This design comes from an exercise in tuning for small area, a short achievable clock period and few clock cycles on the open sky130 flow, not from production work. The RTL was checked by simulation tests, not by an equivalence proof against the original design.

==> flow/design.v, too long to show whole: its modules and the start of the top module <==
// module shaper_slice: 433 lines
// module shaper_slice_mac5: 3868 lines
module shaper_slice (
    input  wire         clk,
    input  wire         rst,           
    input  wire [15:0]  ped_hi,
    input  wire [15:0]  ped_lo,
    input  wire         gr,
    input  wire [2:0]   nsec,
    input  wire [399:0] coef,          
    input  wire         emode,
    input  wire [4:0]   pick_idx,
    input  wire [15:0]  egain,
    input  wire [4:0]   eshift,
    input  wire [15:0]  zs_thr,
    input  wire         zs_trig,
    input  wire [2:0]   m_code,        
    input  wire [1:0]   k,             
    input  wire         s_valid,
    output reg          s_ready,
    input  wire [15:0]  s_word,
    input  wire [6:0]   s_tick,
    input  wire         s_last,
    input  wire [1:0]   s_status,
    input  wire         s_clr,
    input  wire         s_cal,
    input  wire         s_test,
    output reg          r_valid,
    output reg  [31:0]  r_word
);
  // ...
==> flow/run.sh <==
#!/bin/bash
# synth_recipe.tcl (not shown) runs the flow's synth.tcl, then flattens the netlist and writes it again
# the make line also repeats each setting of config.mk as NAME=value (left out here)
make -C /OpenROAD-flow-scripts/flow DESIGN_CONFIG=/design/flow/config.mk WORK_HOME=/design/flow/orfs CLKGATE_MAP_FILE= SYNTH_SCRIPT=/design/flow/synth_recipe.tcl finish
==> flow/config.mk <==
export PLATFORM = sky130hd
export DESIGN_NAME = shaper_slice
export DESIGN_NICKNAME = shaper_slice
export VERILOG_FILES = /design/flow/design.v
export SDC_FILE = /design/flow/constraint.sdc
export NUM_CORES = 4
export LEC_CHECK = 0
export CAP_MARGIN = 20
export CORE_MARGIN = 2
export CORE_UTILIZATION = 40
export CTS_CLUSTER_DIAMETER = 100
export CTS_CLUSTER_SIZE = 24
export PLACE_DENSITY = 0.6
export SLEW_MARGIN = 20
==> flow/constraint.sdc <==
create_clock -name core_clock -period 25.0 [get_ports {clk}]
set_input_delay 5.0000 -clock core_clock [delete_from_list [all_inputs] [get_ports {clk}]]
set_output_delay 5.0000 -clock core_clock [all_outputs]
set_load 0.01 [all_outputs]
==> flow_metrics.py, run 1 <==
metrics = {
    "sta": {
        "worst_pin_slew_ps": 1382,
        "clock-skew-final_ps": 53.16,
        "holdWs_ps": 308.4,
        "slew_headroom_pct": 7.211,
    },
    "flow_run": {
        "maxCapViolCount": 0,
    },
    "floorplanning": {
        "die_w_um": 539.2,
        "coreArea_mm2": 0.2850,
        "initial_utilization_pct": 40.21,
        "rows": 196,
    },
    "final_layout": {
        "layout.cells.non_filler": 15130,
        "final-nonclk-buf-share_pct": 6.020,
        "top_area_cell_class": "multi-input combinational cells",
    },
    "worst_setup_path": {
        "crit_path_start_kind": "flop",
        "worst-path-buf-inv": 6,
    },
    "route": {
        "routed_wl_mm": 478.5,
        "viasPerCell": 5.988,
        "drtIter0Drc": 11500,
    },
    "clock_tree": {
        "htree_levels": 3,
        "ctsHoldBuffers": 0,
    },
    "status": {
        "status": "finished clean",
    },
    "yosys": {
        "syn-mean-instance-area_um2": 10.14,
        "yosys.area_share.simple_pct": 6.456,
    },
    "place": {
        "place.detailed.hpwl_mm": 356.3,
    },
    "global_routing": {
        "use_met2_pct": 46.59,
    },
}
Testbench counts, summed over its fixed seeds: cycles 183,221.
==> module shaper_slice, before the edit <==
module shaper_slice (
    input  wire         clk,
    input  wire         rst,           
    input  wire [15:0]  ped_hi,
    input  wire [15:0]  ped_lo,
    input  wire         gr,
    input  wire [2:0]   nsec,
    input  wire [399:0] coef,          
    input  wire         emode,
    input  wire [4:0]   pick_idx,
    input  wire [15:0]  egain,
    input  wire [4:0]   eshift,
    input  wire [15:0]  zs_thr,
    input  wire         zs_trig,
    input  wire [2:0]   m_code,        
    input  wire [1:0]   k,             
    input  wire         s_valid,
    output reg          s_ready,
    input  wire [15:0]  s_word,
    input  wire [6:0]   s_tick,
    input  wire         s_last,
    input  wire [1:0]   s_status,
    input  wire         s_clr,
    input  wire         s_cal,
    input  wire         s_test,
    output reg          r_valid,
    output reg  [31:0]  r_word
);
    integer i;
    localparam GAP = 4;
    reg  [2:0]  nsec_r;
    reg         gr_r, emode_r, zs_trig_r;
    reg  [4:0]  pick_r, eshift_r;
    reg  [15:0] egain_r, zs_thr_r;
    reg  [2:0]  mcode_r;
    reg  [1:0]  k_r;
    always @(posedge clk) begin
        nsec_r    <= nsec;
        gr_r      <= gr;
        emode_r   <= emode;
        zs_trig_r <= zs_trig;
        pick_r    <= pick_idx;
        eshift_r  <= eshift;
        egain_r   <= egain;
        zs_thr_r  <= zs_thr;
        mcode_r   <= m_code;
        k_r       <= k;
    end
    reg         ir_v;
    reg  [13:0] ir_code;
    reg         ir_g;
    reg  [15:0] ir_ped;
    reg  [6:0]  ir_tick;
    reg         ir_last, ir_tok, ir_clr, ir_susp, ir_cal, ir_test;
    reg  [1:0]  ir_st;
    reg         in_xing;
    reg         clr_pend;        
    wire take = s_valid && s_ready;
    reg  signed [23:0] r_x1 [0:3];
    reg  signed [23:0] r_x2 [0:3];
    reg  signed [23:0] r_y1 [0:3];
    reg  signed [23:0] r_y2 [0:3];
    reg  signed [23:0] r_px [0:3];
    reg  [3:0]         r_v, r_last, r_clr, r_tok, r_sat, r_susp, r_cal, r_test;
    reg  [1:0]         r_st [0:3];
    reg  [6:0]         r_tick [0:3];
    reg  [1:0]  rph;                    
    reg  [1:0]  rph_nx;                 
    reg  [2:0]  rnu_r;                  
    wire [2:0]  rnu  = (rph == 2'd0) ? nsec_r : rnu_r;
    wire [1:0]  rlm1 = (rnu == 3'd4) ? 2'd3 : (rnu == 3'd3) ? 2'd2 : 2'd1;    
    wire [2:0]  rnu_n  = (rph_nx == 2'd0) ? nsec : rnu;
    wire [1:0]  rlm1_n = (rnu_n == 3'd4) ? 2'd3 : (rnu_n == 3'd3) ? 2'd2 : 2'd1;
    wire [1:0]  rph_nn = (rph_nx == rlm1_n) ? 2'd0 : rph_nx + 2'd1;
    reg  [1:0]  gap;
    wire        gap_ok  = (gap == GAP - 1);
    reg  [9:0]  co0, co1, co2, co3, co4;
    reg  [9:0]  ct0, ct1, ct2, ct3, ct4;
    reg  [9:0]  cg0, cg1, cg2, cg3, cg4;
    reg         bv;
    reg  [1:0]  bs;
    reg  [45:0] b_s, b_c;
    reg         b_last, b_clr, b_tok, b_sat, b_susp, b_cal, b_test;
    reg  [1:0]  b_st;
    reg  [6:0]  b_tick;
    reg         o_v;
    reg  signed [23:0] o_y;
    reg         o_last, o_clr, o_tok, o_sat, o_susp, o_cal, o_test;
    reg  [1:0]  o_st;
    reg  [6:0]  o_tick;
    wire        ir_end  = ir_last || ir_tok;
    wire        i_gate  = !ir_end || gap_ok;
    wire        byp     = ir_v && (nsec_r == 3'd0) && i_gate;              
    wire        move    = ir_v && (nsec_r != 3'd0) && (rph == 2'd0) && i_gate;    
    wire        ir_free = !ir_v || move || byp;                           
    wire signed [17:0] d_val = $signed({2'b00, ir_code, 2'b00}) - $signed({2'b00, ir_ped});
    wire signed [23:0] m_val = ir_tok ? 24'sd0
                             : !ir_g ? {{6{d_val[17]}}, d_val}
                             : (gr_r ? {{2{d_val[17]}}, d_val, 4'b0} : {{3{d_val[17]}}, d_val, 3'b0});
    wire        ir_v_nx   = take || (ir_v && !move && !byp);
    wire        end_nx    = take ? (s_last || s_status != 2'd0) : ir_end;
    wire [1:0]  gap_nx    = ((move || byp) && ir_end) ? 2'd0 : gap_ok ? gap : gap + 2'd1;
    wire        ready_nx  = !ir_v_nx
                         || ((nsec == 3'd0 || rph_nx == 2'd0) && (!end_nx || gap_nx == GAP - 1));
    wire [45:0]        b_sum = b_s + b_c;       
    wire               b_ovf = !((&b_sum[45:39]) || !(|b_sum[45:39]));
    wire signed [23:0] b_y   = b_ovf ? (b_sum[45] ? -24'sd8388608 : 24'sd8388607) : b_sum[39:16];
    wire               b_out = ({1'b0, bs} == rnu_r - 3'd1);
    wire [99:0] c_nx = coef[100*rph_nx +: 100];
    reg  [9:0]  be_one [0:4];
    reg  [9:0]  be_two [0:4];
    reg  [9:0]  be_neg [0:4];
    reg  [20:0] be_c;
    integer     ep, ek;
    always @(*) begin
        for (ep = 0; ep < 5; ep = ep + 1) begin
            be_c = {c_nx[20*ep +: 20], 1'b0};
            for (ek = 0; ek < 10; ek = ek + 1) begin
                be_one[ep][ek] = be_c[2*ek+1] ^ be_c[2*ek];
                be_two[ep][ek] = (be_c[2*ek+2] & !be_c[2*ek+1] & !be_c[2*ek])
                               | (!be_c[2*ek+2] & be_c[2*ek+1] & be_c[2*ek]);
                be_neg[ep][ek] = (ep >= 3) ? !be_c[2*ek+2] : be_c[2*ek+2];
            end
        end
    end
    wire        a_op = r_v[0];
    wire [45:0] t_s, t_c;
    shaper_slice_mac5 u_mac (
        .o0(co0), .o1(co1), .o2(co2), .o3(co3), .o4(co4),
        .t0(ct0), .t1(ct1), .t2(ct2), .t3(ct3), .t4(ct4),
        .g0(cg0), .g1(cg1), .g2(cg2), .g3(cg3), .g4(cg4),
        .v0(r_px[0]), .v1(r_x1[0]), .v2(r_x2[0]), .v3(r_y1[0]), .v4(r_y2[0]),
        .rs(t_s), .rc(t_c));
    wire               w_v    = (rph == 2'd0) ? move : (bv && !b_out);
    wire signed [23:0] w_px   = (rph == 2'd0) ? m_val : b_y;
    wire               w_clr  = (rph == 2'd0) ? (ir_clr || ir_tok) : b_clr;
    wire               w_last = (rph == 2'd0) ? ir_end : b_last;
    wire               w_tok  = (rph == 2'd0) ? ir_tok : b_tok;
    wire [1:0]         w_st   = (rph == 2'd0) ? ir_st : b_st;
    wire               w_sat  = (rph != 2'd0) && (b_sat | b_ovf);
    wire               w_susp = (rph == 2'd0) ? ir_susp : b_susp;
    wire               w_cal  = (rph == 2'd0) ? ir_cal : b_cal;
    wire               w_test = (rph == 2'd0) ? ir_test : b_test;
    wire [6:0]         w_tick = (rph == 2'd0) ? ir_tick : b_tick;
    wire               w_zero = ({1'b0, rph} >= rnu) || (w_v && w_clr);
    wire signed [23:0] w_x1   = w_zero ? 24'sd0 : a_op ? r_px[0] : r_x1[0];
    wire signed [23:0] w_x2   = w_zero ? 24'sd0 : a_op ? r_x1[0] : r_x2[0];
    wire signed [23:0] w_y2   = w_zero ? 24'sd0 : a_op ? r_y1[0] : r_y2[0];
    wire signed [23:0] w_y1   = w_zero ? 24'sd0 : r_y1[0];
    wire signed [23:0] y_new  = (r_v[rlm1] && r_clr[rlm1]) ? 24'sd0 : b_y;
    integer q;
    always @(posedge clk) begin
        for (q = 0; q < 4; q = q + 1) begin
            if (q == rlm1) begin
                r_x1[q] <= w_x1; r_x2[q] <= w_x2; r_y1[q] <= w_y1; r_y2[q] <= w_y2;
                r_px[q] <= w_px;
                r_last[q] <= w_last; r_clr[q] <= w_clr; r_tok[q] <= w_tok; r_st[q] <= w_st;
                r_sat[q] <= w_sat; r_susp[q] <= w_susp; r_cal[q] <= w_cal; r_test[q] <= w_test;
                r_tick[q] <= w_tick;
            end else if (q < rlm1) begin
                r_x1[q] <= r_x1[q+1]; r_x2[q] <= r_x2[q+1]; r_y2[q] <= r_y2[q+1];
                r_y1[q] <= (bv && q + 1 == rlm1) ? y_new : r_y1[q+1];
                r_px[q] <= r_px[q+1];
                r_last[q] <= r_last[q+1]; r_clr[q] <= r_clr[q+1]; r_tok[q] <= r_tok[q+1];
                r_st[q] <= r_st[q+1]; r_sat[q] <= r_sat[q+1]; r_susp[q] <= r_susp[q+1];
                r_cal[q] <= r_cal[q+1]; r_test[q] <= r_test[q+1]; r_tick[q] <= r_tick[q+1];
            end else begin
                r_x1[q] <= 24'sd0; r_x2[q] <= 24'sd0; r_y1[q] <= 24'sd0; r_y2[q] <= 24'sd0;
            end
        end
        if (rst) begin
            r_v <= 4'd0;
        end else begin
            for (q = 0; q < 4; q = q + 1)
                r_v[q] <= (q == rlm1) ? w_v : (q < rlm1) ? r_v[q+1] : 1'b0;
        end
    end
    always @(posedge clk) begin
        co0 <= be_one[0]; co1 <= be_one[1]; co2 <= be_one[2]; co3 <= be_one[3]; co4 <= be_one[4];
        ct0 <= be_two[0]; ct1 <= be_two[1]; ct2 <= be_two[2]; ct3 <= be_two[3]; ct4 <= be_two[4];
        cg0 <= be_neg[0]; cg1 <= be_neg[1]; cg2 <= be_neg[2]; cg3 <= be_neg[3]; cg4 <= be_neg[4];
        b_s <= t_s;
        b_c <= t_c;
        bs  <= rph;
        b_last <= r_last[0]; b_clr <= r_clr[0]; b_tok <= r_tok[0]; b_sat <= r_sat[0];
        b_susp <= r_susp[0]; b_cal <= r_cal[0]; b_test <= r_test[0];
        b_st <= r_st[0]; b_tick <= r_tick[0];
        if (ir_free) begin
            ir_code <= s_word[13:0];
            ir_g    <= s_word[15];
            ir_ped  <= s_word[15] ? ped_lo : ped_hi;
            ir_tick <= s_tick;
            ir_last <= s_last;
            ir_tok  <= s_status != 2'd0;
            ir_st   <= s_status;
            ir_clr  <= (!in_xing && s_clr) || clr_pend;
            ir_susp <= s_word[14];
            ir_cal  <= s_cal;
            ir_test <= s_test;
        end
        if (byp) begin
            o_y <= m_val;
            o_last <= ir_end; o_clr <= ir_clr || ir_tok; o_tok <= ir_tok; o_sat <= 1'b0;
            o_susp <= ir_susp; o_cal <= ir_cal; o_test <= ir_test;
            o_st <= ir_st; o_tick <= ir_tick;
        end else begin
            o_y <= b_y;
            o_last <= b_last; o_clr <= b_clr; o_tok <= b_tok; o_sat <= b_sat | b_ovf;
            o_susp <= b_susp; o_cal <= b_cal; o_test <= b_test;
            o_st <= b_st; o_tick <= b_tick;
        end
        rnu_r <= rnu;
        if (rst) begin
            ir_v    <= 1'b0;
            in_xing <= 1'b0;
            clr_pend <= 1'b1;
            s_ready <= 1'b1;
            rph     <= 2'd0;
            rph_nx  <= 2'd1;
            gap     <= GAP - 1;
            bv      <= 1'b0;
            o_v     <= 1'b0;
        end else begin
            ir_v    <= ir_v_nx;
            if (take) in_xing <= (s_status == 2'd0) && !s_last;
            if (take) clr_pend <= 1'b0;
            s_ready <= ready_nx;
            rph     <= rph_nx;
            rph_nx  <= rph_nn;
            gap     <= gap_nx;
            bv      <= a_op;
            o_v     <= byp || (bv && b_out);
        end
    end
    reg                sel_new;        
    reg  [5:0]         x_n;
    reg  signed [23:0] prev_y;
    reg                prev_ok;
    reg  [2:0]         wake_left;
    reg  signed [23:0] sel_y, sel_a, sel_c;
    reg  [6:0]         sel_tick;
    reg                sel_a_ok, sel_c_ok;
    reg  [5:0]         sel_n;
    reg                f_sat, f_susp, f_cal, f_test;
    reg                cv, c_tok, c_wake;
    reg  [1:0]         c_st;
    wire        o_first  = sel_new;
    wire [5:0]  o_n      = o_first ? 6'd0 : x_n;
    wire        o_pok    = (o_first && o_clr) ? 1'b0 : prev_ok;
    wire [2:0]  o_wake   = (o_first && o_clr) ? 3'd4 : wake_left;
    always @(posedge clk) begin
        if (rst) begin
            sel_new <= 1'b1;
            cv      <= 1'b0;
        end else begin
            sel_new <= o_v ? (o_tok || o_last) : sel_new;
            cv      <= o_v && (o_tok || o_last);
        end
    end
    always @(posedge clk) begin
        if (o_v) begin
            if (o_tok) begin
                prev_ok   <= 1'b0;
                wake_left <= 3'd4;
                c_tok     <= 1'b1;
                c_st      <= o_st;
            end else begin
                if (!emode_r) begin
                    if (o_n <= {1'b0, pick_r}) begin
                        sel_y    <= o_y;
                        sel_tick <= o_tick;
                    end
                    sel_a_ok <= 1'b0;
                    sel_c_ok <= 1'b0;
                end else if (o_first || o_y > sel_y) begin
                    sel_y    <= o_y;
                    sel_tick <= o_tick;
                    sel_n    <= o_n;
                    sel_a    <= prev_y;
                    sel_a_ok <= o_pok;
                    sel_c_ok <= 1'b0;
                end else if (!sel_c_ok && o_n == sel_n + 6'd1) begin
                    sel_c    <= o_y;
                    sel_c_ok <= 1'b1;
                end
                prev_y  <= o_y;
                prev_ok <= 1'b1;
                x_n     <= o_n + 6'd1;
                f_sat   <= (!o_first && f_sat)  | o_sat;
                f_susp  <= (!o_first && f_susp) | o_susp;
                f_cal   <= (!o_first && f_cal)  | o_cal;
                f_test  <= (!o_first && f_test) | o_test;
                if (o_last) begin
                    c_tok     <= 1'b0;
                    c_wake    <= o_wake != 3'd0;
                    wake_left <= (o_wake != 3'd0) ? o_wake - 3'd1 : 3'd0;
                end else begin
                    wake_left <= o_wake;
                end
            end
        end
    end
    reg                a2v, a3v, a4v, a5v, a6v;
    reg  signed [23:0] q_y;            
    reg  signed [23:0] q_h;            
    reg  [15:0]        q_lo;           
    reg  [31:0]        q_rem;          
    reg  [30:0]        q_d;            
    reg  [3:0]         q_mag;
    reg                q_nneg, q_tval, q_tok, q_wake, q_sat, q_susp, q_cal, q_test;
    reg  [1:0]         q_st;
    reg  [6:0]         q_tick;
    wire signed [23:0] m_h   = a2v ? 24'sd0 : q_h;
    wire [3:0]         m_g   = a2v ? egain_r[3:0] : a3v ? egain_r[7:4] : a4v ? egain_r[11:8] : egain_r[15:12];
    wire signed [27:0] m_t   = m_h + q_y * $signed({1'b0, m_g});
    wire signed [25:0] num     = $signed({{2{sel_a[23]}}, sel_a}) - $signed({{2{sel_c[23]}}, sel_c});
    wire [26:0]        den_abs = ($signed({{3{sel_y[23]}}, sel_y}) <<< 1)
                               - $signed({{3{sel_a[23]}}, sel_a}) - $signed({{3{sel_c[23]}}, sel_c});
    wire [26:0]        num_abs = num[25] ? -{num[25], num} : {num[25], num};
    wire [32:0]        dd    = {1'b0, q_rem} - {2'b00, q_d};
    wire               dq    = !dd[32];
    always @(posedge clk) begin
        if (rst) begin
            a2v <= 1'b0; a3v <= 1'b0; a4v <= 1'b0; a5v <= 1'b0; a6v <= 1'b0;
        end else begin
            a2v <= cv; a3v <= a2v; a4v <= a3v; a5v <= a4v; a6v <= a5v;
        end
        if (a2v || a3v || a4v || a5v) begin
            q_h  <= m_t[27:4];
            q_lo <= {m_t[3:0], q_lo[15:4]};
        end
        if (cv) begin
            q_y    <= sel_y;
            q_rem  <= {1'b0, num_abs, 4'b0} + {5'b0, den_abs};
            q_d    <= {den_abs, 4'b0};
            q_nneg <= num[25];
            q_tval <= emode_r && sel_c_ok && sel_a_ok && (sel_a < sel_y);
            q_tok  <= c_tok;
            q_st   <= c_st;
            q_wake <= c_wake;
            q_sat  <= f_sat;
            q_susp <= f_susp;
            q_cal  <= f_cal;
            q_test <= f_test;
            q_tick <= sel_tick;
        end
        if (a2v || a3v || a4v) begin
            if (dq) q_rem <= dd[31:0];
            q_d   <= {1'b0, q_d[30:1]};
        end
        if (a2v || a3v || a4v || a5v)
            q_mag <= {q_mag[2:0], dq};
    end
    reg                f2_tok, f2_tval, f2_wake, f2_sat, f2_susp, f2_cal, f2_test, f2_nneg;
    reg  [1:0]         f2_st;
    reg  [6:0]         f2_tick;
    always @(posedge clk) begin
        if (a5v) begin
            f2_tok  <= q_tok;
            f2_st   <= q_st;
            f2_tval <= q_tval;
            f2_wake <= q_wake;
            f2_sat  <= q_sat;
            f2_susp <= q_susp;
            f2_cal  <= q_cal;
            f2_test <= q_test;
            f2_nneg <= q_nneg;
            f2_tick <= q_tick;
        end
    end
    reg                r1v, r1_tok, r1_tval, r1_wake, r1_sat, r1_susp, r1_cal, r1_test;
    reg  [1:0]         r1_st;
    reg  [15:0]        r1_elo;         
    reg                r1_ehz;         
    reg                r1_eng;         
    reg                r1_erb;         
    reg  [5:0]         r1_t;
    wire signed [39:0] e_prod = {q_h, q_lo};
    wire signed [40:0] e_w    = $signed({e_prod, 1'b0}) >>> eshift_r;
    wire signed [5:0]  x16   = !f2_nneg ? -$signed({2'b00, q_mag}) : $signed({2'b00, q_mag});
    wire signed [15:0] p_pos = $signed({5'b0, f2_tick, 4'b0})
                             + (f2_tval ? (x16 * $signed({1'b0, 6'd32 >> k_r})) : 16'sd0);
    wire [11:0] p_u = p_pos[11:0];
    wire [9:0]  v3a = p_u[11:2];                  
    wire [8:0]  v3b = p_u[11:3];                  
    wire [17:0] m3a = v3a[7:0] * 9'd171;
    wire [17:0] m3b = v3b[7:0] * 9'd171;
    wire [5:0]  d3a = (v3a >= 10'd192) ? 6'd63 : m3a[14:9];
    wire [5:0]  d3b = (v3b >= 9'd192)  ? 6'd63 : m3b[14:9];
    wire [5:0]  d8  = (p_u[11:3] > 9'd63) ? 6'd63 : p_u[8:3];
    wire [5:0]  d16 = (p_u[11:4] > 8'd63) ? 6'd63 : p_u[9:4];
    wire [5:0]  d32 = (p_u[11:5] > 7'd63) ? 6'd63 : p_u[10:5];
    reg  [5:0]  t_sel;
    always @(*) begin
        case (mcode_r)
            3'd0:    t_sel = d8;
            3'd1:    t_sel = d3a;
            3'd2:    t_sel = d16;
            3'd3:    t_sel = d3b;
            default: t_sel = d32;
        endcase
    end
    always @(posedge clk) begin
        r1v     <= a6v && !rst;
        r1_tok  <= f2_tok;
        r1_st   <= f2_st;
        r1_tval <= f2_tval;
        r1_wake <= f2_wake;
        r1_sat  <= f2_sat;
        r1_susp <= f2_susp;
        r1_cal  <= f2_cal;
        r1_test <= f2_test;
        r1_elo  <= e_w[16:1];
        r1_ehz  <= !(|e_w[40:17]);
        r1_eng  <= e_w[40];
        r1_erb  <= e_w[0];
        r1_t    <= p_pos[15] ? 6'd0 : t_sel;
    end
    wire [16:0] e_inc = {1'b0, r1_elo} + {16'd0, r1_erb};
    wire        e_big = !r1_eng && (!r1_ehz || e_inc[16]);
    wire [15:0] e_val = r1_eng ? 16'd0 : e_big ? 16'hFFFF : e_inc[15:0];
    wire        keep  = e_val >= zs_thr_r;
    wire        zero  = zs_trig_r && !keep;
    always @(posedge clk) begin
        r_valid <= r1v && !rst;
        if (r1_tok)
            r_word <= (r1_st == 2'd1) ? 32'h0000_0100 : (r1_st == 2'd2) ? 32'h0000_0200 : 32'h0;
        else
            r_word <= { zero ? 16'd0 : e_val, zero ? 6'd0 : r1_t,
                        2'b00, r1_cal, r1_test, r1_susp, r1_sat | e_big,
                        r1_wake, 1'b0, keep, r1_tval };
    end
endmodule
==> run 2: changes to the inputs <==
--- a/flow/design.v
+++ b/flow/design.v
@@ -311,12 +311,14 @@
     reg  [1:0]         q_st;
     reg  [6:0]         q_tick;
     wire signed [23:0] m_h   = a2v ? 24'sd0 : q_h;
-    wire [3:0]         m_g   = a2v ? egain_r[3:0] : a3v ? egain_r[7:4] : a4v ? egain_r[11:8] : egain_r[15:12];
+    reg  [15:0]        q_g;            
+    wire [3:0]         m_g   = q_g[3:0];
     wire signed [27:0] m_t   = m_h + q_y * $signed({1'b0, m_g});
     wire signed [25:0] num     = $signed({{2{sel_a[23]}}, sel_a}) - $signed({{2{sel_c[23]}}, sel_c});
     wire [26:0]        den_abs = ($signed({{3{sel_y[23]}}, sel_y}) <<< 1)
                                - $signed({{3{sel_a[23]}}, sel_a}) - $signed({{3{sel_c[23]}}, sel_c});
-    wire [26:0]        num_abs = num[25] ? -{num[25], num} : {num[25], num};
+    wire signed [25:0] numr    = $signed({{2{sel_c[23]}}, sel_c}) - $signed({{2{sel_a[23]}}, sel_a});
+    wire [26:0]        num_abs = {1'b0, num[25] ? numr : num};
     wire [32:0]        dd    = {1'b0, q_rem} - {2'b00, q_d};
     wire               dq    = !dd[32];
     always @(posedge clk) begin
@@ -329,7 +331,10 @@
             q_h  <= m_t[27:4];
             q_lo <= {m_t[3:0], q_lo[15:4]};
         end
+        if (a2v || a3v || a4v || a5v)
+            q_g <= {4'd0, q_g[15:4]};
         if (cv) begin
+            q_g    <= egain_r;
             q_y    <= sel_y;
             q_rem  <= {1'b0, num_abs, 4'b0} + {5'b0, den_abs};
             q_d    <= {den_abs, 4'b0};
@@ -374,17 +379,21 @@
     reg                r1_ehz;         
     reg                r1_eng;         
     reg                r1_erb;         
-    reg  [5:0]         r1_t;
+    reg  [12:0]        r1_p;           
     wire signed [39:0] e_prod = {q_h, q_lo};
     wire signed [40:0] e_w    = $signed({e_prod, 1'b0}) >>> eshift_r;
     wire signed [5:0]  x16   = !f2_nneg ? -$signed({2'b00, q_mag}) : $signed({2'b00, q_mag});
-    wire signed [15:0] p_pos = $signed({5'b0, f2_tick, 4'b0})
-                             + (f2_tval ? (x16 * $signed({1'b0, 6'd32 >> k_r})) : 16'sd0);
-    wire [11:0] p_u = p_pos[11:0];
+    wire signed [15:0] x16e  = {{10{x16[5]}}, x16};
+    wire signed [15:0] x16s  = (k_r == 2'd0) ? (x16e <<< 5) : (k_r == 2'd1) ? (x16e <<< 4)
+                             : (k_r == 2'd2) ? (x16e <<< 3) : (x16e <<< 2);
+    wire signed [15:0] p_pos = $signed({5'b0, f2_tick, 4'b0}) + (f2_tval ? x16s : 16'sd0);
+    wire [11:0] p_u = r1_p[11:0];
     wire [9:0]  v3a = p_u[11:2];                  
     wire [8:0]  v3b = p_u[11:3];                  
-    wire [17:0] m3a = v3a[7:0] * 9'd171;
-    wire [17:0] m3b = v3b[7:0] * 9'd171;
+    wire [15:0] m3a = {v3a[7:0], 7'b0} + {2'b0, v3a[7:0], 5'b0} + {4'b0, v3a[7:0], 3'b0}
+                    + {6'b0, v3a[7:0], 1'b0} + {7'b0, v3a[7:0]};
+    wire [15:0] m3b = {v3b[7:0], 7'b0} + {2'b0, v3b[7:0], 5'b0} + {4'b0, v3b[7:0], 3'b0}
+                    + {6'b0, v3b[7:0], 1'b0} + {7'b0, v3b[7:0]};
     wire [5:0]  d3a = (v3a >= 10'd192) ? 6'd63 : m3a[14:9];
     wire [5:0]  d3b = (v3b >= 9'd192)  ? 6'd63 : m3b[14:9];
     wire [5:0]  d8  = (p_u[11:3] > 9'd63) ? 6'd63 : p_u[8:3];
@@ -414,12 +423,13 @@
         r1_ehz  <= !(|e_w[40:17]);
         r1_eng  <= e_w[40];
         r1_erb  <= e_w[0];
-        r1_t    <= p_pos[15] ? 6'd0 : t_sel;
+        r1_p    <= {p_pos[15], p_pos[11:0]};
     end
     wire [16:0] e_inc = {1'b0, r1_elo} + {16'd0, r1_erb};
     wire        e_big = !r1_eng && (!r1_ehz || e_inc[16]);
     wire [15:0] e_val = r1_eng ? 16'd0 : e_big ? 16'hFFFF : e_inc[15:0];
     wire        keep  = e_val >= zs_thr_r;
+    wire [5:0]  r1_t  = r1_p[12] ? 6'd0 : t_sel;
     wire        zero  = zs_trig_r && !keep;
     always @(posedge clk) begin
         r_valid <= r1v && !rst;
==> run 2 against run 1 <==
  * Wire length shrank 10%
  * Core utilization grew 0.092 points
  * Via count fell by 0.51%
  * Clock-buffer cell count up 4
  * Non-clock buffer count increased by 14
  * Clock skew is 28 ps higher
  * Critical path depth is 6 lower
  * First-iteration DRC count decreased by 6.6%
  * Cell count about the same
  * Cell area increased by 0.29%
  * Synthesized cell count is 0.19% higher
  * Largest cell class unchanged
  * Highest routed layer unchanged
==> flow_metrics.py, run 2 <==
metrics = {
    "sta": {
        "final_hold_viol_count": 0,
        "post-route-period-util_pct": 29.50,
        "fin_setup_tns_ps": 0,
        "drv_slew": 0,
        "holdWs_ps": 303.6,
        "slew_headroom_pct": 18.37,
        "setup_viol": 0,
        "min_period_ps": 7375,
        "fmax_mhz": 135.6,
        "worst_pin_slew_ps": 1224,
        "clock-skew-final_ps": 81.03,
        "rsz0062_at_grt": "false",
        "timing.final.ws_setup_ps": 17620,
    },
    "yosys": {
        "synth_seq_cells": 1349,
        "ys.flop_type": "dfxtp_1",
        "netlist_instances": 11320,
        "ys_types": 100,
        "synth_warnings": 37,
        "synth_area_leaders": "fa_1 (23%), dfxtp_1 (16%), edfxtp_1 (12%)",
        "synthArstFlopShare_pct": 0,
        "syn-cell-area_mm2": 0.1147,
        "yosysMostFrequentCell": "fa_1",
        "yosys.area.top_type": "fa_1",
        "ys_top_cells_by_count": "fa_1 (1301), inv_1 (1193), a22oi_1 (1159)",
        "seq_area_frac_synth_pct": 27.41,
        "synth.top_cell.area_share_pct": 22.71,
        "syn-mean-instance-area_um2": 10.13,
        "synth-edff-count": 443,
    },
    "clock_tree": {
        "clk_pin_slew_ps": 100,
        "htree_levels": 3,
        "cts_tree": "yes",
        "numCtsBuffers": 84,
        "post_cts_buffers": 0,
        "clock_latency_ps": 810,
        "ctsHoldBuffers": 0,
        "clk_path_buf_depth": 3,
        "cts_root_buf": "clkbuf_16",
        "ctsResizeCount": 0,
        "cts.sinks": 1349,
    },
    "place": {
        "gp_congestion": 0.9795,
        "dp.cells": 14970,
        "portBuffers": 549,
        "place.detailed.hpwl_mm": 315.2,
        "place_area_mm2": 0.1236,
        "preCtsSetupSlack_ps": 17810,
    },
    "worst_setup_path": {
        "crit-reg2reg-launch": "sel_a[0]$_DFFE_PP_",
        "critPathMaxStageDelay_ps": 660,
        "worstPathArrival_ps": 8080,
        "critPathMaxFanout": 18,
        "r2r-end": "q_rem[28]$_DFF_P_",
        "critPathKind": "reg -> reg",
        "critPathRequiredTime_ps": 25700,
        "slowest_stage": "a2111oi_0",
        "r2r_slack_ps": 17620,
        "r2r_cells": 28,
        "end_kind": "flop",
        "crit_path_start_kind": "flop",
    },
    "route": {
        "dr.pass1.iters": 8,
        "routed_wl_mm": 428.6,
        "vias": 90130,
        "drtIter0Drc": 10740,
        "post-route-drc-count": 0,
        "viasPerCell": 5.957,
        "ant_nets": 0,
        "wl_per_cell_um": 28.33,
    },
    "final_layout": {
        "final_cell_mix": "fa_1 (1301), inv_1 (1192), a22oi_1 (1159), xor2_1 (885), dfxtp_1 (864)",
        "nNetsFinal": 13570,
        "fillers": 26940,
        "layout.cells.non_filler": 15130,
        "layout-drive-gt1-share_pct": 6.383,
        "layout_commonest_cell": "fa_1",
        "area_growth_pct": 10.37,
        "stdcell_area_mm2": 0.1266,
    },
    "global_routing": {
        "grt_first_pass_wirelength_mm": 629.5,
        "gr-total-overflow": 0,
        "antenna_found_initial": 17,
        "grt_max_degree": 132,
        "grt.total_usage_pct": 29.09,
        "grt_pass1_vias": 94340,
    },
    "hold_path": {
        "hold_class": "reg -> reg",
        "min_to": "r_x2[0][4]$_DFF_P_",
        "whs_path_depth": 0,
        "hp-start": "r_x2[1][4]$_DFF_P_",
    },
    "floorplanning": {
        "fp.dieH_um": 539.5,
        "dieArea_mm2": 0.2910,
        "io_pins": 551,
        "initial_utilization_pct": 40.21,
        "coreArea_mm2": 0.2852,
        "rows": 196,
        "die_w_um": 539.5,
    },
    "flow_run": {
        "maxCapViolCount": 0,
    },
    "status": {
        "status": "finished clean",
    },
}
==> run 2: routing by layer <==
metal / part of all wire (%) / GRT usage [%] / vias to the layer above
met5: 0.028 / 0.5096 / -
met4: 8.4 / 20.17 / 10
met3: 11 / 7.345 / 1548
met2: 44 / 44.31 / 5754
met1: 37 / 36.09 / 44940
li1: - / - / 37880
==> run 2: area by class of cell <==
type | instances | area [µm²] | area share, %
multi-input combinational | 7818 | 75200 | 59.41
tap | 3762 | 4707 | 3.719
inverter | 1202 | 4522 | 3.572
clock inverter | 36 | 658.1 | 0.5199
antenna | 9 | 22.52 | 0.01779
clock buffer | 111 | 2256 | 1.782
timing repair buffer | 843 | 7706 | 6.088
sequential | 1349 | 31500 | 24.89
==> run 2: cells by family after synthesis <==
kind of cell | count (synthesis) | share of synthesized area [%]
compound gates | 2507 | 15.01
xor+xnor | 1502 | 11.52
fa+ha+maj | 1753 | 27.64
buf+inv | 2196 | 7.212
flops | 1349 | 27.41
mux | 376 | 4.571
other cells | 2 | 0.006548
simple gates | 1639 | 6.629
==> run 2: critical path, delay by kind of cell (launching register included) <==
family,cells,cell delay (ps)
AO/OA/AOI/OAI,13,4050
adder cells (fa/ha/maj),3,920
AND/OR/NAND/NOR,7,900
buffers and inverters,3,480
flip-flops,1,420
multiplexers,1,320
XOR/XNOR,1,150
==> run 2: worst max-delay path by stage <==
stage | start | depth (start not counted) | slack, ps | end
after detailed placement | sel_a[0]$_DFFE_PP_ | 28 | 17810 | q_rem[28]$_DFF_P_
final | sel_a[0]$_DFFE_PP_ | 28 | 17620 | q_rem[28]$_DFF_P_
after CTS | sel_a[0]$_DFFE_PP_ | 28 | 17710 | q_rem[28]$_DFF_P_
after global routing | sel_a[0]$_DFFE_PP_ | 28 | 16930 | q_rem[28]$_DFF_P_
after global placement | sel_a[0]$_DFFE_PP_ | 28 | 17740 | q_rem[28]$_DFF_P_
after floorplan | s_word[15] | 3 | 18780 | ir_ped[10]$_DFFE_PN_
==> run 2: through the flow <==
step	utilization (%)
after detailed placement	43.35
final	44.38
after global routing	44.38
after CTS	44.37
after global placement	43.35
after floorplan	-
Testbench counts of run 2, summed over its fixed seeds: cycles 183,221.
==> run 3: changes to the inputs <==
==> flow/flow/run.sh (new file) <==
#!/bin/bash
set -euo pipefail
bash standard.sh synth floorplan place > std_place.log 2>&1
SETUP_SLACK_MARGIN=18.5 bash standard.sh cts > std_cts.log 2>&1
bash standard.sh finish > std_finish.log 2>&1
==> flow/standard.sh (new file) <==
#!/bin/bash
# synth_recipe.tcl (not shown) runs the flow's synth.tcl, then flattens the netlist and writes it again
# the make line also repeats each setting of config.mk as NAME=value (left out here)
make -C /OpenROAD-flow-scripts/flow DESIGN_CONFIG=/design/flow/config.mk WORK_HOME=/design/flow/orfs CLKGATE_MAP_FILE= SYNTH_SCRIPT=/design/flow/synth_recipe.tcl "${@:-finish}"
removed: flow/run.sh
==> run 3 against run 2 <==
  * Cell count about the same
  * Sequential share of layout area about the same
  * Register-to-register slack improved by 780 ps
  * Wire length about the same
  * Synthesized cell count unchanged
  * Maximum frequency increased by 12%
  * Die area unchanged
  * Synthesized area unchanged
  * Clock skew increased by 2.2 ps
  * Cell area about the same
  * Clock-buffer cell count unchanged
  * Highest routed layer unchanged
==> flow_metrics.py, run 3 <==
metrics = {
    "clock_tree": {
        "ctsHoldBuffers": 0,
        "post_cts_buffers": 0,
        "clock_latency_ps": 810,
        "cts_tree": "yes",
        "htree_levels": 3,
        "numCtsBuffers": 84,
        "cts_root_buf": "clkbuf_16",
        "cts.sinks": 1349,
        "clk_pin_slew_ps": 100,
        "clk_path_buf_depth": 3,
    },
    "final_layout": {
        "final_cell_mix": "fa_1 (1301), inv_1 (1192), a22oi_1 (1159), xor2_1 (885), dfxtp_1 (863)",
        "layout-drive-gt1-share_pct": 6.435,
        "stdcell_area_mm2": 0.1266,
        "area_growth_pct": 10.38,
        "nNetsFinal": 13570,
        "layout_commonest_cell": "fa_1",
    },
    "yosys": {
        "synthArstFlopShare_pct": 0,
        "syn-cell-area_mm2": 0.1147,
        "synth_warnings": 37,
        "yosysMostFrequentCell": "fa_1",
        "ys.flop_type": "dfxtp_1",
        "synth_seq_cells": 1349,
        "netlist_instances": 11320,
        "synth-edff-count": 443,
        "ys_top_cells_by_count": "fa_1 (1301), inv_1 (1193), a22oi_1 (1159)",
        "ys_types": 100,
        "synth_area_leaders": "fa_1 (23%), dfxtp_1 (16%), edfxtp_1 (12%)",
        "syn-mean-instance-area_um2": 10.13,
        "synth.top_cell.area_share_pct": 22.71,
        "yosys.area.top_type": "fa_1",
        "seq_area_frac_synth_pct": 27.41,
    },
    "hold_path": {
        "hold_class": "reg -> reg",
        "hp-start": "r_y2[1][3]$_DFF_P_",
    },
    "sta": {
        "slew_headroom_pct": 17.71,
        "fin_setup_tns_ps": 0,
        "rsz0062_at_grt": "false",
        "worst_pin_slew_ps": 1234,
        "fmax_mhz": 151.6,
        "final_hold_viol_count": 0,
        "drv_slew": 0,
        "setup_viol": 0,
        "post-route-period-util_pct": 26.39,
        "min_period_ps": 6597,
        "clock-skew-final_ps": 83.18,
    },
    "worst_setup_path": {
        "crit-reg2reg-launch": "sel_a[9]$_DFFE_PP_",
        "crit_family": "compound AO/OA/AOI/OAI gates",
        "crit_path_start_kind": "flop",
        "cp-startpoint": "sel_a[9]$_DFFE_PP_",
        "critPathMaxStageDelay_ps": 590,
        "critPathMaxFanout": 18,
        "slowest_stage": "o41ai_2",
        "critPathKind": "reg -> reg",
        "end_kind": "flop",
        "worstPathArrival_ps": 7310,
        "worst-path-buf-inv": 2,
        "critPathRequiredTime_ps": 25710,
    },
    "route": {
        "vias": 90320,
        "wl_per_cell_um": 28.35,
        "routed_wl_mm": 428.9,
        "dr.pass1.iters": 9,
        "viasPerCell": 5.969,
        "ant_nets": 0,
        "drtIter0Drc": 10790,
        "post-route-drc-count": 0,
    },
    "floorplanning": {
        "fp.dieH_um": 539.5,
        "dieArea_mm2": 0.2910,
        "die_w_um": 539.5,
        "rows": 196,
        "initial_utilization_pct": 40.21,
        "io_pins": 551,
        "coreArea_mm2": 0.2852,
    },
    "global_routing": {
        "grt_pass1_vias": 94420,
        "grt.total_usage_pct": 29.09,
        "grt_first_pass_wirelength_mm": 629.7,
        "gr-total-overflow": 0,
        "grt_max_degree": 132,
        "antenna_found_initial": 18,
    },
    "place": {
        "portBuffers": 549,
        "place.detailed.hpwl_mm": 315.2,
        "gp_congestion": 0.9795,
        "place_area_mm2": 0.1236,
    },
    "flow_run": {
        "maxCapViolCount": 0,
    },
    "status": {
        "status": "finished clean",
    },
}
## run 3: logic make-up (layout without fill, tap and decap cells)
group	count (synthesis)	count (layout)	synth area share, %
multiplexers	376	376	4.571
flip-flops	1349	1349	27.41
AO/OA/AOI/OAI	2507	2507	15.01
AND/OR/NAND/NOR	1639	1639	6.629
XOR/XNOR	1502	1502	11.52
buffers and inverters	2196	2192	7.212
adder cells (fa/ha/maj)	1753	1753	27.64
other	2	51	0.006548
## run 3: per-stage QoR
stage,hold slack [ps],instances,utilization (%),setup slack (ps)
2_1_floorplan,309.6,11360,-,18780
3_3_place_gp,310.0,14970,43.35,17740
3_5_place_dp,312.1,14970,43.35,17810
4_1_cts,281.5,15120,44.37,18460
5_1_grt,306.5,15130,44.38,17770
6_report,301.0,15130,44.38,18400
## run 3: layout make-up
class | instances | area [µm²]
multi-input combinational | 7818 | 75240
tap | 3762 | 4707
sequential | 1349 | 31500
clock inverter | 36 | 658.1
clock buffer | 111 | 2256
inverter | 1202 | 4524
timing repair buffer | 843 | 7669
antenna | 10 | 25.02
fill | 26960 | 158600
## run 3: routing by layer
layer | wire length, µm | share of wire [%] | up-vias | GRT usage [%]
met5 | 115 | 0.027 | - | 0.4932
met4 | 36270 | 8.5 | 10 | 20.13
met3 | 45540 | 11 | 1579 | 7.383
met2 | 187000 | 44 | 5867 | 44.32
met1 | 160000 | 37 | 44980 | 36.08
li1 | - | - | 37880 | -
## run 3: path summary, 6_finish.rpt
| check | to | slack (ps) | cells past startpoint |
|---|---|---|---|
| worst max-delay path | q_rem[28]$_DFF_P_ | 18400 | 27 |
| worst min-delay path | r_y2[0][3]$_DFF_P_ | 300 | 0 |
| worst max register to register | q_rem[28]$_DFF_P_ | 18400 | 27 |
| worst min register to register | r_y2[0][3]$_DFF_P_ | 300 | 0 |
## run 3: repair_timing
action	4_1_cts	5_1_grt
hold endpoints to repair	0	0
endpoints found under the setup margin	46	0
resized for setup	45	0
==> run 4: changes to the inputs <==
--- a/flow/design.v
+++ b/flow/design.v
@@ -238,6 +238,13 @@
     reg                prev_ok;
     reg  [2:0]         wake_left;
     reg  signed [23:0] sel_y, sel_a, sel_c;
+    reg  [25:0]        sel_nabs;
+    reg                sel_nneg;
+    reg  [26:0]        sel_dabs;
+    wire signed [25:0] t_ac = $signed({{2{sel_a[23]}}, sel_a}) - $signed({{2{o_y[23]}}, o_y});
+    wire signed [25:0] t_ca = $signed({{2{o_y[23]}}, o_y}) - $signed({{2{sel_a[23]}}, sel_a});
+    wire [26:0]        t_den = ($signed({{3{sel_y[23]}}, sel_y}) <<< 1)
+                             - $signed({{3{sel_a[23]}}, sel_a}) - $signed({{3{o_y[23]}}, o_y});
     reg  [6:0]         sel_tick;
     reg                sel_a_ok, sel_c_ok;
     reg  [5:0]         sel_n;
@@ -281,6 +288,9 @@
                     sel_c_ok <= 1'b0;
                 end else if (!sel_c_ok && o_n == sel_n + 6'd1) begin
                     sel_c    <= o_y;
+                    sel_nabs <= t_ac[25] ? t_ca : t_ac;
+                    sel_nneg <= t_ac[25];
+                    sel_dabs <= t_den;
                     sel_c_ok <= 1'b1;
                 end
                 prev_y  <= o_y;
@@ -314,11 +324,6 @@
     reg  [15:0]        q_g;            
     wire [3:0]         m_g   = q_g[3:0];
     wire signed [27:0] m_t   = m_h + q_y * $signed({1'b0, m_g});
-    wire signed [25:0] num     = $signed({{2{sel_a[23]}}, sel_a}) - $signed({{2{sel_c[23]}}, sel_c});
-    wire [26:0]        den_abs = ($signed({{3{sel_y[23]}}, sel_y}) <<< 1)
-                               - $signed({{3{sel_a[23]}}, sel_a}) - $signed({{3{sel_c[23]}}, sel_c});
-    wire signed [25:0] numr    = $signed({{2{sel_c[23]}}, sel_c}) - $signed({{2{sel_a[23]}}, sel_a});
-    wire [26:0]        num_abs = {1'b0, num[25] ? numr : num};
     wire [32:0]        dd    = {1'b0, q_rem} - {2'b00, q_d};
     wire               dq    = !dd[32];
     always @(posedge clk) begin
@@ -336,9 +341,9 @@
         if (cv) begin
             q_g    <= egain_r;
             q_y    <= sel_y;
-            q_rem  <= {1'b0, num_abs, 4'b0} + {5'b0, den_abs};
-            q_d    <= {den_abs, 4'b0};
-            q_nneg <= num[25];
+            q_rem  <= {1'b0, sel_nabs, 4'b0} + {5'b0, sel_dabs};
+            q_d    <= {sel_dabs, 4'b0};
+            q_nneg <= sel_nneg;
             q_tval <= emode_r && sel_c_ok && sel_a_ok && (sel_a < sel_y);
             q_tok  <= c_tok;
             q_st   <= c_st;
==> flow/run.sh (new file) <==
#!/bin/bash
# synth_recipe.tcl (not shown) runs the flow's synth.tcl, then flattens the netlist and writes it again
# the make line also repeats each setting of config.mk as NAME=value (left out here)
make -C /OpenROAD-flow-scripts/flow DESIGN_CONFIG=/design/flow/config.mk WORK_HOME=/design/flow/orfs CLKGATE_MAP_FILE= SYNTH_SCRIPT=/design/flow/synth_recipe.tcl finish
removed: flow/flow/run.sh
removed: flow/standard.sh
==> run 4 against run 3 <==
  * Still clean
  * Register-to-register slack worse by 170 ps
  * Clock skew up 32 ps
  * Cell count up 0.65%
  * Worst setup slack worse by 170 ps
  * Critical path type unchanged
==> flow_metrics.py, run 4 <==
metrics = {
    "status": {
        "status": "finished clean",
    },
    "floorplanning": {
        "initial_utilization_pct": 40.24,
        "die_w_um": 542.4,
        "coreArea_mm2": 0.2881,
        "fp.dieH_um": 542.4,
        "io_pins": 551,
        "dieArea_mm2": 0.2942,
        "rows": 197,
    },
    "yosys": {
        "synth-edff-count": 472,
        "synthArstFlopShare_pct": 0,
        "yosysMostFrequentCell": "fa_1",
        "ys.flop_type": "dfxtp_1",
        "synth_area_leaders": "fa_1 (22%), dfxtp_1 (16%), edfxtp_1 (12%)",
        "ys_top_cells_by_count": "fa_1 (1301), a22oi_1 (1218), inv_1 (1186)",
        "syn-cell-area_mm2": 0.1159,
        "yosys.area.top_type": "fa_1",
        "seq_area_frac_synth_pct": 27.87,
        "synth_seq_cells": 1378,
        "synth.top_cell.area_share_pct": 22.46,
        "netlist_instances": 11410,
        "ys_types": 96,
        "synth_warnings": 37,
        "syn-mean-instance-area_um2": 10.16,
    },
    "place": {
        "place.detailed.hpwl_mm": 368.3,
        "gp_congestion": 1.108,
        "place_area_mm2": 0.1248,
        "portBuffers": 549,
    },
    "sta": {
        "setup_viol": 0,
        "holdWs_ps": 319.7,
        "fmax_mhz": 147.7,
        "slew_headroom_pct": 22.12,
        "rsz0062_at_grt": "false",
        "final_hold_viol_count": 0,
        "clock-skew-final_ps": 114.8,
        "fin_setup_tns_ps": 0,
        "post-route-period-util_pct": 27.08,
        "worst_pin_slew_ps": 1160,
        "drv_slew": 0,
        "min_period_ps": 6770,
    },
    "clock_tree": {
        "cts.sinks": 1378,
        "cts_tree": "yes",
        "cts_root_buf": "clkbuf_16",
        "ctsHoldBuffers": 0,
        "htree_levels": 3,
        "clk_pin_slew_ps": 90,
        "numCtsBuffers": 88,
        "clk_path_buf_depth": 4,
        "post_cts_buffers": 0,
        "ctsResizeCount": 0,
        "clock_latency_ps": 910,
    },
    "route": {
        "post-route-drc-count": 0,
        "dr.pass1.iters": 10,
        "vias": 91650,
        "viasPerCell": 6.018,
        "ant_nets": 0,
        "wl_per_cell_um": 32.32,
        "routed_wl_mm": 492.3,
        "drtIter0Drc": 11760,
    },
    "worst_setup_path": {
        "critPathKind": "reg -> reg",
        "slowest_stage": "dfxtp_1",
        "worst-path-buf-inv": 3,
        "end_kind": "flop",
        "critPathMaxStageDelay_ps": 1020,
        "crit_chain": "a22oi_1, xor2_1, fa_1, inv_1, fa_1, inv_1, fa_1, fa_1, fa_1, fa_1, fa_1, fa_1, inv_1, fa_1",
        "crit_path_start_kind": "flop",
        "critPathRequiredTime_ps": 25730,
        "critPathMaxFanout": 24,
        "worstPathArrival_ps": 7500,
        "crit-reg2reg-launch": "ct1[8]$_DFF_P_",
        "cp-startpoint": "ct1[8]$_DFF_P_",
        "crit_family": "adder cells",
        "crit_top_cell": "fa_1",
    },
    "final_layout": {
        "final_cell_mix": "fa_1 (1301), a22oi_1 (1218), inv_1 (1185), xor2_1 (888), dfxtp_1 (833)",
        "layout-drive-gt1-share_pct": 6.523,
        "fillers": 27130,
        "layout_commonest_cell": "fa_1",
        "nNetsFinal": 13630,
        "stdcell_area_mm2": 0.1278,
        "area_growth_pct": 10.27,
    },
    "flow_run": {
        "maxCapViolCount": 0,
    },
    "global_routing": {
        "grt_max_degree": 127,
        "grt_first_pass_wirelength_mm": 690.6,
        "gr-total-overflow": 0,
        "grt_pass1_vias": 91460,
        "antenna_found_initial": 31,
        "grt.total_usage_pct": 32.91,
    },
    "hold_path": {
        "hp-start": "r_x1[1][20]$_DFF_P_",
        "hold_class": "reg -> reg",
    },
}
-- run 4: cell families (layout without fill, tap and decap cells) --
family	count (synthesis)	in the layout	synth area share, %
muxes	391	391	4.657
buffers and inverters	2199	2173	7.153
DFF	1378	1378	27.87
xor gates and xnor gates	1495	1495	11.29
AOI/OAI and AO/OA	2570	2570	15.16
other	2	69	0.006478
adders and majority gates	1756	1756	27.37
and+or+nand+nor	1617	1617	6.488
-- run 4: final timing paths --
kind,end,slack [ps],depth (start not counted)
worst max-delay path,b_s[23]$_DFF_P_,18230,14
worst min-delay path,r_x1[0][20]$_DFF_P_,320,0
worst min register to register,r_x1[0][20]$_DFF_P_,320,0
worst max register to register,b_s[23]$_DFF_P_,18230,14
-- run 4: area by class of cell --
type	count	area [µm²]	area share [%]
timing repair buffer	830	7600	5.944
multi-input combinational	7870	75630	59.16
antenna	28	70.07	0.05481
clock buffer	114	2374	1.857
inverter	1192	4484	3.508
clock inverter	37	539.3	0.4218
tap	3781	4731	3.700
sequential	1378	32410	25.35
-- run 4: worst register-to-register path, stage by stage (launching register included) --
cell,delay [ps]
dfxtp_1,1020
a22oi_1,190
xor2_1,230
fa_1,780
inv_1,240
fa_1,600
inv_1,60
fa_1,490
fa_1,540
fa_1,440
fa_1,510
fa_1,530
fa_1,550
inv_1,50
fa_1,440
-- run 4: routing by layer --
| metal | GRT usage, % | routed length (µm) |
|---|---|---|
| met1 | 42.69 | 193800 |
| met2 | 46.97 | 202700 |
| met3 | 12.35 | 62710 |
| met4 | 18.30 | 32950 |
| met5 | 0 | 134 |
-- run 4: metrics by stage --
step	setup slack (ps)	instances	util, %
2_1_floorplan	18780	11450	-
3_3_place_gp	18260	15050	43.32
3_5_place_dp	18250	15050	43.32
4_1_cts	18170	15200	44.33
5_1_grt	18060	15220	44.36
6_report	18230	15230	44.37
Testbench counts of run 4, summed over its fixed seeds: cycles 183,221.
==> run 5: changes to the inputs <==
==> flow/flow/run.sh (new file) <==
#!/bin/bash
set -euo pipefail
bash standard.sh synth floorplan place > std_place.log 2>&1
SETUP_SLACK_MARGIN=18.5 bash standard.sh cts > std_cts.log 2>&1
bash standard.sh finish > std_finish.log 2>&1
==> flow/standard.sh (new file) <==
#!/bin/bash
# synth_recipe.tcl (not shown) runs the flow's synth.tcl, then flattens the netlist and writes it again
# the make line also repeats each setting of config.mk as NAME=value (left out here)
make -C /OpenROAD-flow-scripts/flow DESIGN_CONFIG=/design/flow/config.mk WORK_HOME=/design/flow/orfs CLKGATE_MAP_FILE= SYNTH_SCRIPT=/design/flow/synth_recipe.tcl "${@:-finish}"
removed: flow/run.sh
==> run 5 against run 4 <==
  * Still clean
  * Wire length hardly changed
  * Worst hold slack improved by 1.0 ps
  * Clock skew is 1.1 ps higher
  * Core utilization is essentially flat
  * Critical path type unchanged
==> flow_metrics.py, run 5 <==
metrics = {
    "clock_tree": {
        "cts_root_buf": "clkbuf_16",
        "clock_latency_ps": 910,
        "cts.sinks": 1378,
        "post_cts_buffers": 0,
        "numCtsBuffers": 88,
        "cts_tree": "yes",
        "clk_path_buf_depth": 4,
        "htree_levels": 3,
        "clk_pin_slew_ps": 90,
        "ctsHoldBuffers": 0,
    },
    "yosys": {
        "ys_types": 96,
        "syn-cell-area_mm2": 0.1159,
        "ys.flop_type": "dfxtp_1",
        "yosysMostFrequentCell": "fa_1",
        "synth_seq_cells": 1378,
        "synth.top_cell.area_share_pct": 22.46,
        "ys_top_cells_by_count": "fa_1 (1301), a22oi_1 (1218), inv_1 (1186)",
        "synth_area_leaders": "fa_1 (22%), dfxtp_1 (16%), edfxtp_1 (12%)",
        "synthArstFlopShare_pct": 0,
        "seq_area_frac_synth_pct": 27.87,
        "netlist_instances": 11410,
        "synth-edff-count": 472,
        "synth_warnings": 37,
        "yosys.area.top_type": "fa_1",
        "syn-mean-instance-area_um2": 10.16,
    },
    "floorplanning": {
        "rows": 197,
        "fp.dieH_um": 542.4,
        "io_pins": 551,
        "die_w_um": 542.4,
        "initial_utilization_pct": 40.24,
        "coreArea_mm2": 0.2881,
        "dieArea_mm2": 0.2942,
    },
    "worst_setup_path": {
        "critPathKind": "reg -> reg",
        "crit_path_start_kind": "flop",
        "critPathMaxStageDelay_ps": 1000,
        "crit_top_cell": "fa_1",
        "end_kind": "flop",
        "cp-startpoint": "ct4[2]$_DFF_P_",
        "critPathMaxFanout": 24,
        "critPathRequiredTime_ps": 25700,
        "slowest_stage": "dfxtp_2",
        "crit-reg2reg-launch": "ct4[2]$_DFF_P_",
        "crit_chain": "a22oi_1, xor2_1, fa_1, fa_1, inv_1, fa_1, inv_1, fa_1, fa_1, fa_1, fa_1, inv_1, fa_1",
        "worstPathArrival_ps": 7220,
    },
    "sta": {
        "clock-skew-final_ps": 115.9,
        "holdWs_ps": 320.8,
        "rsz0062_at_grt": "false",
        "fmax_mhz": 153.3,
        "post-route-period-util_pct": 26.09,
        "final_hold_viol_count": 0,
        "timing.final.ws_setup_ps": 18480,
        "drv_slew": 0,
        "min_period_ps": 6522,
        "slew_headroom_pct": 21.01,
        "fin_setup_tns_ps": 0,
        "setup_viol": 0,
        "worst_pin_slew_ps": 1176,
    },
    "route": {
        "ant_nets": 0,
        "viasPerCell": 5.994,
        "vias": 91310,
        "drtIter0Drc": 12000,
        "wl_per_cell_um": 32.30,
        "dr.pass1.iters": 10,
        "post-route-drc-count": 0,
        "routed_wl_mm": 492.1,
    },
    "status": {
        "status": "finished clean",
    },
    "place": {
        "preCtsSetupSlack_ps": 18250,
        "gp_congestion": 1.108,
        "place.detailed.hpwl_mm": 368.3,
        "portBuffers": 549,
    },
    "global_routing": {
        "grt_max_degree": 127,
        "grt_pass1_vias": 91480,
        "grt.total_usage_pct": 32.91,
        "grt_first_pass_wirelength_mm": 690.6,
        "gr-total-overflow": 0,
        "antenna_found_initial": 31,
    },
    "final_layout": {
        "area_growth_pct": 10.27,
        "layout-drive-gt1-share_pct": 6.611,
        "final_cell_mix": "fa_1 (1301), a22oi_1 (1218), inv_1 (1185), xor2_1 (888), dfxtp_1 (828)",
        "nNetsFinal": 13630,
        "layout_commonest_cell": "fa_1",
        "final_util_pct": 44.37,
    },
    "hold_path": {
        "hold_class": "reg -> reg",
        "hp-start": "r_x1[1][20]$_DFF_P_",
    },
    "flow_run": {
        "maxCapViolCount": 0,
    },
}
[run 5: changes by cell type in the layout (fill, tap and decap cells not counted)]
cell / before / now
clkdlybuf4s50_1: 548 / 515
dlygate4sd2_1: 0 / 24
clkdlybuf4s15_2: 0 / 5
dfxtp_1: 833 / 828
dfxtp_2: 68 / 73
clkdlybuf4s15_1: 0 / 4
diode_2: 28 / 32
[run 5: metrics by stage]
step	cells	cell area [µm²]
2_1_floorplan	11450	116100
3_3_place_gp	15050	124800
3_5_place_dp	15050	124800
4_1_cts	15200	127700
5_1_grt	15220	127800
6_report	15230	127800
[run 5: cell type report]
| class | count | area, µm² |
|---|---|---|
| Clock inverter | 37 | 539.3 |
| Fill cell | 27140 | 160300 |
| Sequential cell | 1378 | 32420 |
| Antenna cell | 32 | 80.08 |
| Inverter | 1192 | 4484 |
| Timing Repair Buffer | 830 | 7576 |
| Multi-Input combinational cell | 7870 | 75630 |
| Clock buffer | 114 | 2374 |
| Tap cell | 3781 | 4731 |
[run 5: per-layer routing]
layer | vias to the layer above | global-route usage [%] | share of wire [%]
met1 | 46060 | 42.72 | 39
met2 | 5698 | 46.95 | 41
met5 | - | 0 | 0.019
met4 | 14 | 18.29 | 7.0
met3 | 1210 | 12.31 | 13
li1 | 38330 | - | -
[run 5: worst paths after layout]
| kind | cells after the start | slack (ps) | end |
|---|---|---|---|
| worst max register to register | 13 | 18480 | b_s[25]$_DFF_P_ |
| worst max-delay path | 13 | 18480 | b_s[25]$_DFF_P_ |
| worst min register to register | 0 | 320 | r_x1[0][20]$_DFF_P_ |
| worst min-delay path | 0 | 320 | r_x1[0][20]$_DFF_P_ |
[run 5: kinds of logic (layout without fill, tap and decap cells)]
kind of cell	Yosys count	count (layout)	synth area share, %
compound gates	2570	2570	15.16
mux	391	391	4.657
xor+xnor	1495	1495	11.29
fa+ha+maj	1756	1756	27.37
flops	1378	1378	27.87
other cells	2	73	0.006478
simple gates	1617	1617	6.488
buf+inv	2199	2173	7.153
[run 5: worst max-delay path, delay by kind of cell, from the launching register on]
kind,cells,cell delay [ps]
adder cells (fa/ha/maj),8,4500
flip-flops,1,1000
XOR/XNOR,1,280
AO/OA/AOI/OAI,1,260
buffers and inverters,3,250
[run 5: timing repair]
| action | in CTS | in global routing |
|---|---|---|
| hold endpoints to repair | 0 | 0 |
| setup endpoints to repair | 42 | 0 |
| gates resized for setup | 52 | 0 |
==> run 6: changes to the inputs <==
==> flow/flow/run.sh (replaced) <==
#!/bin/bash
# Own layout flow: the standard flow (standard synthesis, floorplan,
# placement, CTS, routing) run step by step, unchanged except that the
# timing repair of the CTS and global-route steps aims at a setup slack of
# SETUP_SLACK_MARGIN ns instead of 0, so the resizer also works on the paths
# that set the achieved period. The clock, the SDC and every constraint stay
# the design's. Each step's make output goes to its own log here; ORFS
# keeps each tool's full log under orfs/logs/.
set -euo pipefail
bash standard.sh synth floorplan place > std_place.log 2>&1
SETUP_SLACK_MARGIN=19.0 bash standard.sh cts > std_cts.log 2>&1
SETUP_SLACK_MARGIN=19.0 bash standard.sh finish > std_finish.log 2>&1
==> run 6 against run 5 <==
  * Still clean on timing, DRC and antenna
  * Global-route usage grew 0.32 points
  * Sequential cell count is the same
  * Wire length is 2.9% higher
  * Clock-buffer cell count unchanged
  * Clock skew up 4.6 ps
  * Largest cell class unchanged
==> flow_metrics.py, run 6 <==
metrics = {
    "yosys": {
        "seq_area_frac_synth_pct": 27.87,
        "synth_warnings": 37,
        "yosysMostFrequentCell": "fa_1",
        "synth_area_leaders": "fa_1 (22%), dfxtp_1 (16%), edfxtp_1 (12%)",
        "yosys.area.top_type": "fa_1",
        "netlist_instances": 11410,
        "synthArstFlopShare_pct": 0,
        "ys_types": 96,
        "syn-mean-instance-area_um2": 10.16,
        "synth.top_cell.area_share_pct": 22.46,
        "ys_top_cells_by_count": "fa_1 (1301), a22oi_1 (1218), inv_1 (1186)",
        "synth-edff-count": 472,
        "syn-cell-area_mm2": 0.1159,
    },
    "clock_tree": {
        "htree_levels": 3,
        "numCtsBuffers": 88,
        "ctsHoldBuffers": 0,
        "clk_pin_slew_ps": 90,
        "clk_path_buf_depth": 4,
    },
    "sta": {
        "post-route-period-util_pct": 25.43,
        "final_hold_viol_count": 0,
        "clock-skew-final_ps": 120.5,
        "rsz0062_at_grt": "true",
        "worst_pin_slew_ps": 1240,
        "drv_slew": 0,
        "timing.final.ws_setup_ps": 18640,
        "holdWs_ps": 320.4,
    },
    "floorplanning": {
        "die_w_um": 542.4,
        "fp.dieH_um": 542.4,
        "dieArea_mm2": 0.2942,
        "io_pins": 551,
        "initial_utilization_pct": 40.24,
    },
    "final_layout": {
        "multiInputGateArea_mm2": 0.07647,
        "final_cell_mix": "fa_1 (1211), inv_1 (1156), a22oi_1 (1156), xor2_1 (869), dfxtp_1 (782)",
        "fillers": 26830,
        "nNetsFinal": 13730,
        "regArea_mm2": 0.03264,
    },
    "worst_setup_path": {
        "end_kind": "primary output",
        "path_depth": 1,
        "critPathKind": "reg -> out",
        "worstPathArrival_ps": 1360,
        "r2r_cells": 14,
        "slowest_stage": "dfxtp_2",
        "critPathRequiredTime_ps": 20000,
        "critPathMaxFanout": 2,
        "crit_path_start_kind": "flop",
        "r2r_slack_ps": 18890,
    },
    "route": {
        "routed_wl_mm": 506.1,
        "dr.pass1.iters": 13,
        "wl_per_cell_um": 33.01,
        "post-route-drc-count": 0,
        "drtIter0Drc": 12620,
        "ant_nets": 0,
        "viasPerCell": 6.056,
        "vias": 92860,
    },
    "place": {
        "portBuffers": 549,
        "gp_congestion": 1.108,
        "preCtsSetupSlack_ps": 18250,
    },
    "global_routing": {
        "use_met2_pct": 47.43,
        "grt.total_usage_pct": 33.23,
        "use_met1_pct": 43.00,
        "antenna_found_initial": 35,
        "met3_usage_pct": 12.50,
        "grt_first_pass_wirelength_mm": 696.2,
        "grt_busiest_layer": "met2",
        "grt_pass1_vias": 91690,
    },
    "hold_path": {
        "hp-start": "r_x1[1][20]$_DFF_P_",
        "whs_path_depth": 0,
    },
    "status": {
        "status": "finished clean",
    },
}
run 6: cell families (layout without fill, tap and decap cells):
kind of cell | count (synthesis) | in the layout | synth area share, %
AND/OR/NAND/NOR | 1617 | 1617 | 6.488
adder cells (fa/ha/maj) | 1756 | 1756 | 27.37
flip-flops | 1378 | 1378 | 27.87
multiplexers | 391 | 391 | 4.657
other | 2 | 79 | 0.006478
AO/OA/AOI/OAI | 2570 | 2570 | 15.16
buffers and inverters | 2199 | 2267 | 7.153
XOR/XNOR | 1495 | 1495 | 11.29
run 6: metrics by stage:
| step | instance area [µm²] | std cells | util [%] |
|---|---|---|---|
| CTS | 129300 | 15230 | 44.88 |
| global route | 131500 | 15320 | 45.65 |
| detailed placement | 124800 | 15050 | 43.32 |
| global placement | 124800 | 15050 | 43.32 |
| floorplan | 116100 | 11450 | - |
| finish | 131600 | 15330 | 45.66 |
run 6: area by class of cell:
type	instances	share of cell area, %
multi-input cells	7870	58.12
flip-flops and latches	1378	24.81
repair buffers	924	7.753
well taps	3781	3.596
inverters	1192	3.436
clock buffers	114	1.804
clock inverters	37	0.4099
diodes	38	0.07227
run 6: timing repair:
action | in CTS | in global routing
pin swaps | 35 | 175
gates cloned | 12 | 21
buffers inserted | 12 | 49
endpoints found under the setup margin | 73 | 72
resized for setup | 477 | 296
run 6: how the worst max path moves through the flow:
stage                          startpoint                   end  slack, ps
finish                 s_ready$_SDFF_PP1_               s_ready      18640
CTS                 r_word[11]$_SDFF_PP0_            r_word[11]      18590
global route        r_word[12]$_SDFF_PP0_            r_word[12]      18600
detailed placement              coef[217]        co0[9]$_DFF_P_      18250
global placement                coef[317]        co0[9]$_DFF_P_      18260
floorplan                      s_word[15]  ir_ped[10]$_DFFE_PN_      18780
run 6: routing by layer:
metal | share of wire [%] | wire [µm]
met5 | 0.039 | 197
met4 | 7.5 | 38050
met3 | 13 | 66390
met2 | 41 | 206200
met1 | 39 | 195300

## port drivers added, routing unchanged
Ports are ideal in the flow. The routed layouts listed here were re-timed in OpenROAD. Step 1: set_driving_cell puts a clkbuf_16 on clk and a buf_2 on each other input, an assumption about the parent block. Step 2 adds t to the input delays and takes it off the output delays; t is the mean of the earliest and latest rising clock arrival at the registers after step 1. Input paths then give back, and output paths get back, about the clock's delay inside the block. Three values: ideal ports, drivers, drivers and shift; two values: the first two.
run	shift t [ns]	setup WS [ns]	slew at the worst register clock pin (ns)	pins driven straight from the clock port
run 1	0.924	15.911 / 15.911 / 15.911	0.11 / 0.11	1
run 2	0.864	17.625 / 17.625 / 17.625	0.10 / 0.10	1
run 3	0.868	18.403 / 18.403 / 18.337	0.10 / 0.10	1
run 4	0.953	18.230 / 18.148 / 18.151	0.10 / 0.10	1
run 5	0.949	18.478 / 18.435 / 18.149	0.10 / 0.10	1
run 6	0.980	18.643 / 18.553 / 18.306	0.10 / 0.10	1
After both steps setup and hold are still met in every run listed. The setup slack of run 6, which loses most, moves by -0.090 ns with the drivers and by -0.337 ns with both steps.
